This design comes from an exercise in tuning for small area on the open sky130 flow, not from production work. In this exercise RTL edits were held to simulation tests only and were not proved equivalent to the original. Power figures rest on the tool's default switching activity, not on a simulated workload.

==> run C: inputs <==
==> flow/design.v <==
module cvt_lane (
    input  wire [31:0] a,         
    input  wire        src_int,   
    input  wire [1:0]  rnd,       
    input  wire [23:0] r24,       
    input  wire        d_int,     
    input  wire [4:0]  d_base,    
    input  wire [7:0]  d_thr,     
    input  wire [7:0]  d_emaxb,   
    input  wire        d_e4m3,    
    input  wire        d_inf,     
    input  wire        d_nan,     
    input  wire [7:0]  d_upe,     
    input  wire [30:0] d_max,     
    input  wire [2:0]  d_isz,     
    output wire [31:0] res,
    output wire [4:0]  flags      
);
    wire        sign  = a[31];
    wire [7:0]  f_exp = a[30:23];
    wire [22:0] f_man = a[22:0];
    wire        f_e1  = &f_exp;
    wire        f_m0  = ~|f_man;
    wire        s_nan = !src_int && f_e1 && !f_m0;
    wire        s_inf = !src_int && f_e1 && f_m0;
    wire [31:0] mag = (a ^ {32{sign}}) + {31'd0, sign};
    wire        z4  = ~|mag[31:16];
    wire [31:0] n4  = z4 ? {mag[15:0], 16'd0} : mag;
    wire        z3  = ~|n4[31:24];
    wire [31:0] n3  = z3 ? {n4[23:0], 8'd0} : n4;
    wire        z2  = ~|n3[31:28];
    wire [31:0] n2  = z2 ? {n3[27:0], 4'd0} : n3;
    wire        z1  = ~|n2[31:30];
    wire [31:0] n1  = z1 ? {n2[29:0], 2'd0} : n2;
    wire        z0  = ~n1[31];
    wire [31:0] nrm = z0 ? {n1[30:0], 1'd0} : n1;
    wire        izero = ~nrm[31];                         
    wire [7:0]  ie8 = izero ? 8'd0 : (8'd158 - {3'd0, z4, z3, z2, z1, z0});
    wire [31:0] N   = src_int ? nrm : {|f_exp, f_man, 8'd0};
    wire [7:0]  E8  = src_int ? ie8 : f_exp;
    wire [7:0]  Ee  = (E8 == 8'd0) ? 8'd1 : E8;
    wire [8:0]  t    = {1'b0, d_thr} - {1'b0, Ee};             
    wire        tneg = t[8];
    wire [8:0]  ks   = (tneg ? 9'd0 : t) + {4'd0, d_base};
    wire [5:0]  k    = (ks > 9'd63) ? 6'd63 : ks[5:0];
    wire        big  = d_int && tneg;                         
    wire [55:0] win  = {N, 24'd0} >> k;
    wire [31:0] q    = win[55:24];
    wire [23:0] F    = win[23:0];
    wire [5:0]  kl   = (k > 6'd24) ? (k - 6'd24) : 6'd0;
    wire        sticky = |(N & ~(32'hFFFF_FFFF << kl));
    wire        inexact = (|F) || sticky;
    wire [24:0] srs = {1'b0, F} + {1'b0, r24};
    reg  inc;
    always @(*) begin
        case (rnd)
            2'b00:   inc = F[23] && ((|F[22:0]) || sticky || q[0]);
            2'b10:   inc = srs[24];
            default: inc = 1'b0;
        endcase
    end
    wire [30:0] P     = {E8, N[30:8]};
    wire [4:0]  kp    = k[4:0] - 5'd8;                        
    wire        tiny  = k[5];                                 
    wire [22:0] msk   = ~(23'h7F_FFFF << kp);
    wire [30:0] X     = P | {8'd0, msk};
    wire [30:0] Y     = X + {30'd0, inc};
    wire [30:0] Pr    = tiny ? (inc ? {d_upe, 23'd0} : 31'd0) : (Y & ~{8'd0, msk});
    wire        e_eq  = (E8 == d_emaxb);
    wire        e_gt  = (E8 > d_emaxb);
    wire        l_eq  = e_eq && (d_e4m3 ? (P[22] && P[21] && !P[20]) : (&X[22:0]));
    wire        l_gt  = e_gt || (d_e4m3 && e_eq && P[22] && P[21] && P[20]);
    wire        f_over = !tiny && (l_gt || (l_eq && ((rnd == 2'b00) ? inc : (rnd == 2'b10) ? inexact : 1'b0)));
    wire        f_unf = inexact && (|Pr) && (Pr[30:23] < d_thr);
    wire [31:0] iop  = q ^ {32{sign}};
    wire        icin = sign ^ inc;
    wire [32:0] isum = {1'b0, iop} + {32'd0, icin};
    wire        c3   = (&iop[2:0])  && icin;
    wire        c7   = (&iop[6:0])  && icin;
    wire        c15  = (&iop[14:0]) && icin;
    wire        c31  = (&iop[30:0]) && icin;
    reg         i_sat;
    reg  [31:0] i_lim;
    always @(*) begin
        case (d_isz)
            3'b100: begin
                i_sat = sign ? (q[31] && !c31) : (q[31] || c31);
                i_lim = sign ? 32'h8000_0000 : 32'h7FFF_FFFF;
            end
            3'b010: begin
                i_sat = sign ? ((|q[31:16]) || (q[15] && !c15)) : ((|q[31:15]) || c15);
                i_lim = sign ? 32'hFFFF_8000 : 32'h0000_7FFF;
            end
            3'b001: begin
                i_sat = sign ? ((|q[31:8]) || (q[7] && !c7)) : ((|q[31:7]) || c7);
                i_lim = sign ? 32'hFFFF_FF80 : 32'h0000_007F;
            end
            default: begin
                i_sat = sign ? ((|q[31:4]) || (q[3] && !c3)) : ((|q[31:3]) || c3);
                i_lim = sign ? 32'hFFFF_FFF8 : 32'h0000_0007;
            end
        endcase
    end
    reg [31:0] r;
    reg [4:0]  f;
    always @(*) begin
        r = 32'd0;
        f = 5'd0;
        if (d_int) begin
            if (s_nan) begin
                f[3] = 1'b1;
            end else if (s_inf || big || i_sat) begin
                r = i_lim; f[4] = 1'b1;
            end else begin
                r = isum[31:0]; f[0] = inexact;
            end
        end else begin
            if (s_nan) begin
                if (d_nan) r = 32'h7FC0_0000;
                else       f[3] = 1'b1;
            end else if (s_inf) begin
                if (d_inf) r = {sign, 31'h7F80_0000};
                else begin r = {sign, d_max}; f[2] = 1'b1; end
            end else if (f_over) begin
                f[2] = 1'b1; f[0] = 1'b1;
                if (d_inf && rnd != 2'b01) r = {sign, 31'h7F80_0000};
                else                       r = {sign, d_max};
            end else begin
                r = {sign, Pr};
                f[0] = inexact;
                f[1] = f_unf;
            end
        end
    end
    assign res   = r;
    assign flags = f;
endmodule
module cw848_cvt4 (
    input  wire         clk,
    input  wire         rst,         
    input  wire         seed_wr,     
    input  wire [31:0]  seed,
    input  wire         in_valid,
    input  wire [3:0]   in_fmt,      
    input  wire [1:0]   in_rnd,      
    input  wire [3:0]   in_src,      
    input  wire [127:0] in_a,        
    output reg          out_valid,
    output reg          out_err,     
    output reg  [127:0] out_res,
    output reg  [19:0]  out_flags    
);
    localparam NL = 4;
    reg  [31:0] sr_state;
    reg  [31:0] sr_seed;
    wire [31:0] st_cur   = seed_wr ? seed : sr_state;
    wire [31:0] sd_cur   = seed_wr ? seed : sr_seed;
    wire        draw     = in_valid && (in_rnd == 2'b10);
    wire [31:0] s0       = (st_cur == 32'd0) ? sd_cur : st_cur;
    wire [31:0] s1       = s0 ^ (s0 << 13);
    wire [31:0] s2       = s1 ^ (s1 >> 17);
    wire [31:0] v_draw   = s2 ^ (s2 << 5);
    always @(posedge clk) begin
        if (rst) begin
            sr_state <= 32'd0;
            sr_seed  <= 32'd0;
        end else begin
            sr_seed  <= sd_cur;
            sr_state <= draw ? v_draw : st_cur;
        end
    end
    reg          s1_valid;
    reg  [3:0]   s1_fmt;
    reg  [1:0]   s1_rnd;
    reg          s1_int;
    reg          s1_bad;
    reg  [127:0] s1_a;
    wire in_bad = (in_fmt == 4'h0) || (in_fmt == 4'hF) || (in_rnd == 2'b11) ||
                  !((in_src == 4'h1) || (in_src == 4'hB));
    always @(posedge clk) begin
        if (rst) s1_valid <= 1'b0;
        else     s1_valid <= in_valid;
        s1_fmt <= in_fmt;
        s1_rnd <= in_rnd;
        s1_int <= in_src[3];
        s1_bad <= in_bad;
        s1_a   <= in_a;
    end
    reg        d_int;
    reg [4:0]  d_base;
    reg [7:0]  d_thr;
    reg [7:0]  d_emaxb;
    reg        d_e4m3;
    reg        d_inf;
    reg        d_nan;
    reg [7:0]  d_upe;
    reg [30:0] d_max;
    reg [2:0]  d_isz;
    always @(*) begin
        d_int = 1'b0; d_base = 5'd8; d_thr = 8'd1; d_emaxb = 8'd254; d_e4m3 = 1'b0;
        d_inf = 1'b1; d_nan = 1'b1; d_upe = 8'd0; d_max = 31'h7F7F_FFFF; d_isz = 3'b100;
        case (s1_fmt)
            4'h1: begin d_base = 5'd8;  end
            4'h2: begin d_base = 5'd16; d_max = 31'h7F7F_FF00; end
            4'h3: begin d_base = 5'd21; d_max = 31'h7F7F_E000; end
            4'h4: begin d_base = 5'd24; d_max = 31'h7F7F_0000; end
            4'h5: begin d_base = 5'd21; d_thr = 8'd113; d_emaxb = 8'd142; d_upe = 8'd103; d_max = 31'h477F_E000; end
            4'h6: begin d_base = 5'd28; d_thr = 8'd121; d_emaxb = 8'd135; d_upe = 8'd118; d_max = 31'h43E0_0000;
                        d_e4m3 = 1'b1; d_inf = 1'b0; end
            4'h7: begin d_base = 5'd29; d_thr = 8'd113; d_emaxb = 8'd142; d_upe = 8'd111; d_max = 31'h4760_0000; end
            4'h8: begin d_base = 5'd29; d_thr = 8'd125; d_emaxb = 8'd131; d_upe = 8'd123; d_max = 31'h41E0_0000;
                        d_inf = 1'b0; d_nan = 1'b0; end
            4'h9: begin d_base = 5'd28; d_thr = 8'd127; d_emaxb = 8'd129; d_upe = 8'd124; d_max = 31'h40F0_0000;
                        d_inf = 1'b0; d_nan = 1'b0; end
            4'hA: begin d_base = 5'd30; d_thr = 8'd127; d_emaxb = 8'd129; d_upe = 8'd126; d_max = 31'h40C0_0000;
                        d_inf = 1'b0; d_nan = 1'b0; end
            4'hB: begin d_int = 1'b1; d_base = 5'd0; d_thr = 8'd158; d_isz = 3'b100; end
            4'hC: begin d_int = 1'b1; d_base = 5'd0; d_thr = 8'd158; d_isz = 3'b010; end
            4'hD: begin d_int = 1'b1; d_base = 5'd0; d_thr = 8'd158; d_isz = 3'b001; end
            4'hE: begin d_int = 1'b1; d_base = 5'd0; d_thr = 8'd158; d_isz = 3'b000; end
            default: ;
        endcase
    end
    wire [127:0] lane_res;
    wire [19:0]  lane_flags;
    genvar n;
    generate
        for (n = 0; n < NL; n = n + 1) begin : g_lane
            wire [31:0] rn = sr_state ^ (n * 32'h9E37_79B9);
            cvt_lane u_lane (
                .a       (s1_a[32*n +: 32]),
                .src_int (s1_int),
                .rnd     (s1_rnd),
                .r24     (rn[23:0]),
                .d_int   (d_int),
                .d_base  (d_base),
                .d_thr   (d_thr),
                .d_emaxb (d_emaxb),
                .d_e4m3  (d_e4m3),
                .d_inf   (d_inf),
                .d_nan   (d_nan),
                .d_upe   (d_upe),
                .d_max   (d_max),
                .d_isz   (d_isz),
                .res     (lane_res[32*n +: 32]),
                .flags   (lane_flags[5*n +: 5])
            );
        end
    endgenerate
    always @(posedge clk) begin
        if (rst) out_valid <= 1'b0;
        else     out_valid <= s1_valid;
        out_err   <= s1_bad;
        out_res   <= s1_bad ? 128'd0 : lane_res;
        out_flags <= s1_bad ? 20'd0  : lane_flags;
    end
endmodule
==> flow/run.sh <==
#!/bin/bash
# synth_recipe.tcl (not shown) runs the flow's synth.tcl, then flattens the netlist and writes it again
# the make line also repeats each setting of config.mk as NAME=value (left out here)
make -C /OpenROAD-flow-scripts/flow DESIGN_CONFIG=/design/flow/config.mk WORK_HOME=/design/flow/orfs CLKGATE_MAP_FILE= SYNTH_SCRIPT=/design/flow/synth_recipe.tcl finish
==> flow/config.mk <==
export PLATFORM = sky130hd
export DESIGN_NAME = cw848_cvt4
export DESIGN_NICKNAME = cw848_cvt4
export VERILOG_FILES = /design/flow/design.v
export SDC_FILE = /design/flow/constraint.sdc
export NUM_CORES = 4
export LEC_CHECK = 0
export ABC_AREA = 1
export CAP_MARGIN = 20
export CORE_MARGIN = 2
export CORE_UTILIZATION = 45
export PLACE_DENSITY = 0.55
export SLEW_MARGIN = 20
==> flow/constraint.sdc <==
create_clock -name core_clock -period 32.0 [get_ports {clk}]
set_input_delay 6.4000 -clock core_clock [delete_from_list [all_inputs] [get_ports {clk}]]
set_output_delay 6.4000 -clock core_clock [all_outputs]
set_load 0.01 [all_outputs]
==> run D: changes against run C <==
==> flow/design.v, changed modules only <==
module cvt_lane (
    input  wire [31:0] a,         
    input  wire        src_int,   
    input  wire [1:0]  rnd,       
    input  wire [23:0] r24,       
    input  wire        d_int,     
    input  wire [4:0]  d_base,    
    input  wire [7:0]  d_thr,     
    input  wire [7:0]  d_emaxb,   
    input  wire        d_e4m3,    
    input  wire        d_inf,     
    input  wire        d_nan,     
    input  wire [7:0]  d_upe,     
    input  wire [30:0] d_max,     
    input  wire [2:0]  d_isz,     
    output wire [31:0] res,
    output wire [4:0]  flags      
);
    wire        sign  = a[31];
    wire [7:0]  f_exp = a[30:23];
    wire [22:0] f_man = a[22:0];
    wire        f_e1  = &f_exp;
    wire        f_m0  = ~|f_man;
    wire        s_nan = !src_int && f_e1 && !f_m0;
    wire        s_inf = !src_int && f_e1 && f_m0;
    wire [32:0] lo1;                                          
    wire [31:0] mag;
    assign lo1[0] = 1'b0;
    genvar gi;
    generate
        for (gi = 0; gi < 32; gi = gi + 1) begin : g_mag
            assign lo1[gi+1] = lo1[gi] | a[gi];
            assign mag[gi]   = a[gi] ^ (sign & lo1[gi]);
        end
    endgenerate
    wire        z4  = ~|mag[31:16];
    wire [31:0] n4  = z4 ? {mag[15:0], 16'd0} : mag;
    wire        z3  = ~|n4[31:24];
    wire [31:0] n3  = z3 ? {n4[23:0], 8'd0} : n4;
    wire        z2  = ~|n3[31:28];
    wire [31:0] n2  = z2 ? {n3[27:0], 4'd0} : n3;
    wire        z1  = ~|n2[31:30];
    wire [31:0] n1  = z1 ? {n2[29:0], 2'd0} : n2;
    wire        z0  = ~n1[31];
    wire [31:0] nrm = z0 ? {n1[30:0], 1'd0} : n1;
    wire        izero = ~nrm[31];                         
    wire [7:0]  ie8 = izero ? 8'd0 : (8'd158 - {3'd0, z4, z3, z2, z1, z0});
    wire [31:0] N   = src_int ? nrm : {|f_exp, f_man, 8'd0};
    wire [7:0]  E8  = src_int ? ie8 : f_exp;
    wire [7:0]  Ee  = (E8 == 8'd0) ? 8'd1 : E8;
    wire [8:0]  t    = {1'b0, d_thr} - {1'b0, Ee};             
    wire        tneg = t[8];
    wire [8:0]  ks   = (tneg ? 9'd0 : t) + {4'd0, d_base};
    wire [5:0]  k    = (ks > 9'd63) ? 6'd63 : ks[5:0];
    wire        big  = d_int && tneg;                         
    wire [55:0] win  = {N, 24'd0} >> k;
    wire [31:0] q    = win[55:24];
    wire [23:0] F    = win[23:0];
    wire [5:0]  kl   = (k > 6'd24) ? (k - 6'd24) : 6'd0;
    wire        sticky = |(N & ~(32'hFFFF_FFFF << kl));
    wire        inexact = (|F) || sticky;
    wire [24:0] src_c;
    assign src_c[0] = 1'b0;
    generate
        for (gi = 0; gi < 24; gi = gi + 1) begin : g_sr
            assign src_c[gi+1] = (F[gi] & r24[gi]) | ((F[gi] | r24[gi]) & src_c[gi]);
        end
    endgenerate
    reg  inc;
    always @(*) begin
        case (rnd)
            2'b00:   inc = F[23] && ((|F[22:0]) || sticky || q[0]);
            2'b10:   inc = src_c[24];
            default: inc = 1'b0;
        endcase
    end
    wire [30:0] P     = {E8, N[30:8]};
    wire [4:0]  kp    = k[4:0] - 5'd8;                        
    wire        tiny  = k[5];                                 
    wire [22:0] msk   = d_int ? 23'd0 : ~(23'h7F_FFFF << kp);
    wire [31:0] op    = d_int ? (q ^ {32{sign}}) : {1'b0, P[30:23], P[22:0] | msk};
    wire        cin   = d_int ? (sign ^ inc) : inc;
    wire [32:0] cy;                                           
    wire [31:0] Y;
    assign cy[0] = cin;
    generate
        for (gi = 0; gi < 32; gi = gi + 1) begin : g_add
            assign cy[gi+1] = cy[gi] & op[gi];
            assign Y[gi]    = op[gi] ^ cy[gi];
        end
    endgenerate
    wire [30:0] Pn    = Y[30:0] & ~{8'd0, msk};
    wire [30:0] Pr    = tiny ? (inc ? {d_upe, 23'd0} : 31'd0) : Pn;
    wire        e_eq  = (E8 == d_emaxb);
    wire        e_gt  = (E8 > d_emaxb);
    wire        l_eq  = e_eq && (d_e4m3 ? (P[22] && P[21] && !P[20]) : (&op[22:0]));
    wire        l_gt  = e_gt || (d_e4m3 && e_eq && P[22] && P[21] && P[20]);
    wire        f_over = !tiny && (l_gt || (l_eq && ((rnd == 2'b00) ? inc : (rnd == 2'b10) ? inexact : 1'b0)));
    wire        f_unf = inexact && (|Pr) && (Pr[30:23] < d_thr);
    wire        c3   = cy[3];
    wire        c7   = cy[7];
    wire        c15  = cy[15];
    wire        c31  = cy[31];
    reg         i_sat;
    reg  [31:0] i_lim;
    always @(*) begin
        case (d_isz)
            3'b100: begin
                i_sat = sign ? (q[31] && !c31) : (q[31] || c31);
                i_lim = sign ? 32'h8000_0000 : 32'h7FFF_FFFF;
            end
            3'b010: begin
                i_sat = sign ? ((|q[31:16]) || (q[15] && !c15)) : ((|q[31:15]) || c15);
                i_lim = sign ? 32'hFFFF_8000 : 32'h0000_7FFF;
            end
            3'b001: begin
                i_sat = sign ? ((|q[31:8]) || (q[7] && !c7)) : ((|q[31:7]) || c7);
                i_lim = sign ? 32'hFFFF_FF80 : 32'h0000_007F;
            end
            default: begin
                i_sat = sign ? ((|q[31:4]) || (q[3] && !c3)) : ((|q[31:3]) || c3);
                i_lim = sign ? 32'hFFFF_FFF8 : 32'h0000_0007;
            end
        endcase
    end
    reg [31:0] r;
    reg [4:0]  f;
    always @(*) begin
        r = 32'd0;
        f = 5'd0;
        if (d_int) begin
            if (s_nan) begin
                f[3] = 1'b1;
            end else if (s_inf || big || i_sat) begin
                r = i_lim; f[4] = 1'b1;
            end else begin
                r = Y; f[0] = inexact;
            end
        end else begin
            if (s_nan) begin
                if (d_nan) r = 32'h7FC0_0000;
                else       f[3] = 1'b1;
            end else if (s_inf) begin
                if (d_inf) r = {sign, 31'h7F80_0000};
                else begin r = {sign, d_max}; f[2] = 1'b1; end
            end else if (f_over) begin
                f[2] = 1'b1; f[0] = 1'b1;
                if (d_inf && rnd != 2'b01) r = {sign, 31'h7F80_0000};
                else                       r = {sign, d_max};
            end else begin
                r = {sign, Pr};
                f[0] = inexact;
                f[1] = f_unf;
            end
        end
    end
    assign res   = r;
    assign flags = f;
endmodule
==> flow/flow/run.sh (new file) <==
#!/bin/bash
# Standard layout, with the synthesis's technology mapping done by ABC's area
# mapper (flow/abc_area.script) instead of ORFS's ABC script. Everything else
# is the standard flow (standard.sh). Each tool's output goes to a log.
set -euo pipefail
here=$(pwd)
export CVT_ABC_SCRIPT=$here/flow/abc_area.script
cat flow/abc_wrap.tcl synth_recipe.tcl > cvt_synth.tcl
bash standard.sh SYNTH_SCRIPT=$here/cvt_synth.tcl finish > standard.log 2>&1
==> flow/flow/abc_area.script (new file) <==
&get -n
&st
&syn2
&dc2
&put
dch
amap
topo
==> flow/flow/abc_wrap.tcl (new file) <==
# Read before the standard flow's synthesis script: yosys's abc pass is called with this
# flow's ABC script (area mapping) in place of the one ORFS passes.
proc abc {args} {
  set i [lsearch -exact $args -script]
  if { $i >= 0 } {
    lset args [expr { $i + 1 }] $::env(CVT_ABC_SCRIPT)
  }
  yosys abc {*}$args
}
==> flow/standard.sh (new file) <==
#!/bin/bash
# synth_recipe.tcl (not shown) runs the flow's synth.tcl, then flattens the netlist and writes it again
# the make line also repeats each setting of config.mk as NAME=value (left out here)
make -C /OpenROAD-flow-scripts/flow DESIGN_CONFIG=/design/flow/config.mk WORK_HOME=/design/flow/orfs CLKGATE_MAP_FILE= SYNTH_SCRIPT=/design/flow/synth_recipe.tcl "${@:-finish}"
removed: flow/run.sh
==> summary of the runs <==
Count of clock-buffer cells in the layout: run D is lower than run C (2).
In run C the clock power is larger than in run D, by about 0.7%.
Between run D and run C, the lower via count is in run D (gap 27%, measured against run C).
Synthesized area: run C is higher than run D (45%).
Run D ran to the end with no violations. Run C finished with timing, DRC and antenna clean.
Of run C and run D, run C has the higher total power (gap about 23%, measured against run D).
Against run D, the first-iteration DRC count of run C is higher by about 16%.
Of run D and run C, run D has the higher worst hold slack (gap 0.037 ns).
==> figures <==
Adder and majority gate portion of the synthesized area: run D 0.08079; run C 0.05410
Min Clock Period, post-route: run D 29.68 ns; run C 18.95 ns
Layout cell share with drive strength beyond 1: run D 0.04047; run C 0.03751
Worst VDD drop: run D 0.04779 mV; run C 0.05632 mV
CP startpoint: run D s1_a[96]; run C s1_a[95]
Number of global-route vias before repair: run D 50450; run C 69910
Fraction of post-synthesis cell area in the top cell type by area: run D 0.1859; run C 0.2370
XOR/XNOR Fraction of Synth Area: run D 0.0002152; run C 0.07243
Post-route non-filler standard cell count: run D 7953; run C 12920
Register Area: run D 7572 um2; run C 7582 um2
Cell type of the slowest stage on the worst timing path: run D nor2_1; run C dfxtp_2
Layout Nets: run D 7166; run C 11560
Relative slew slack: run D 0.1517; run C 0.2210
Met1 Resource Use GR: run D 0.5513; run C 0.5277
Run status: run D finished clean; run C finished clean
Max Fanout on Critical Path: run D 36; run C 70

==> what the ideal ports hide <==
Ports are ideal in the flow. The routed layouts listed here were re-timed in OpenROAD. Step 1 sets driving cells, clkbuf_16 on the clock port and buf_2 on the other inputs (assumed; they add their load-dependent delay and slew). Step 2 moves the port delays by t, midway between the first and last clock arrival at a register: inputs arrive t later, outputs are due t later. That takes back most of the time a late clock gives input paths. Three values: no drivers, after step 1, after step 2; two values: the first two.
| run | t, ns | slack for setup (ns) | clock arrival spread, ns |
|---|---|---|---|
| run C | 0.755 | 13.055 / 13.055 / 13.055 | 0.046 / 0.046 |
| run D | 0.728 | 2.324 / 2.324 / 2.324 | 0.032 / 0.032 |
After both steps every run listed still meets setup and hold.
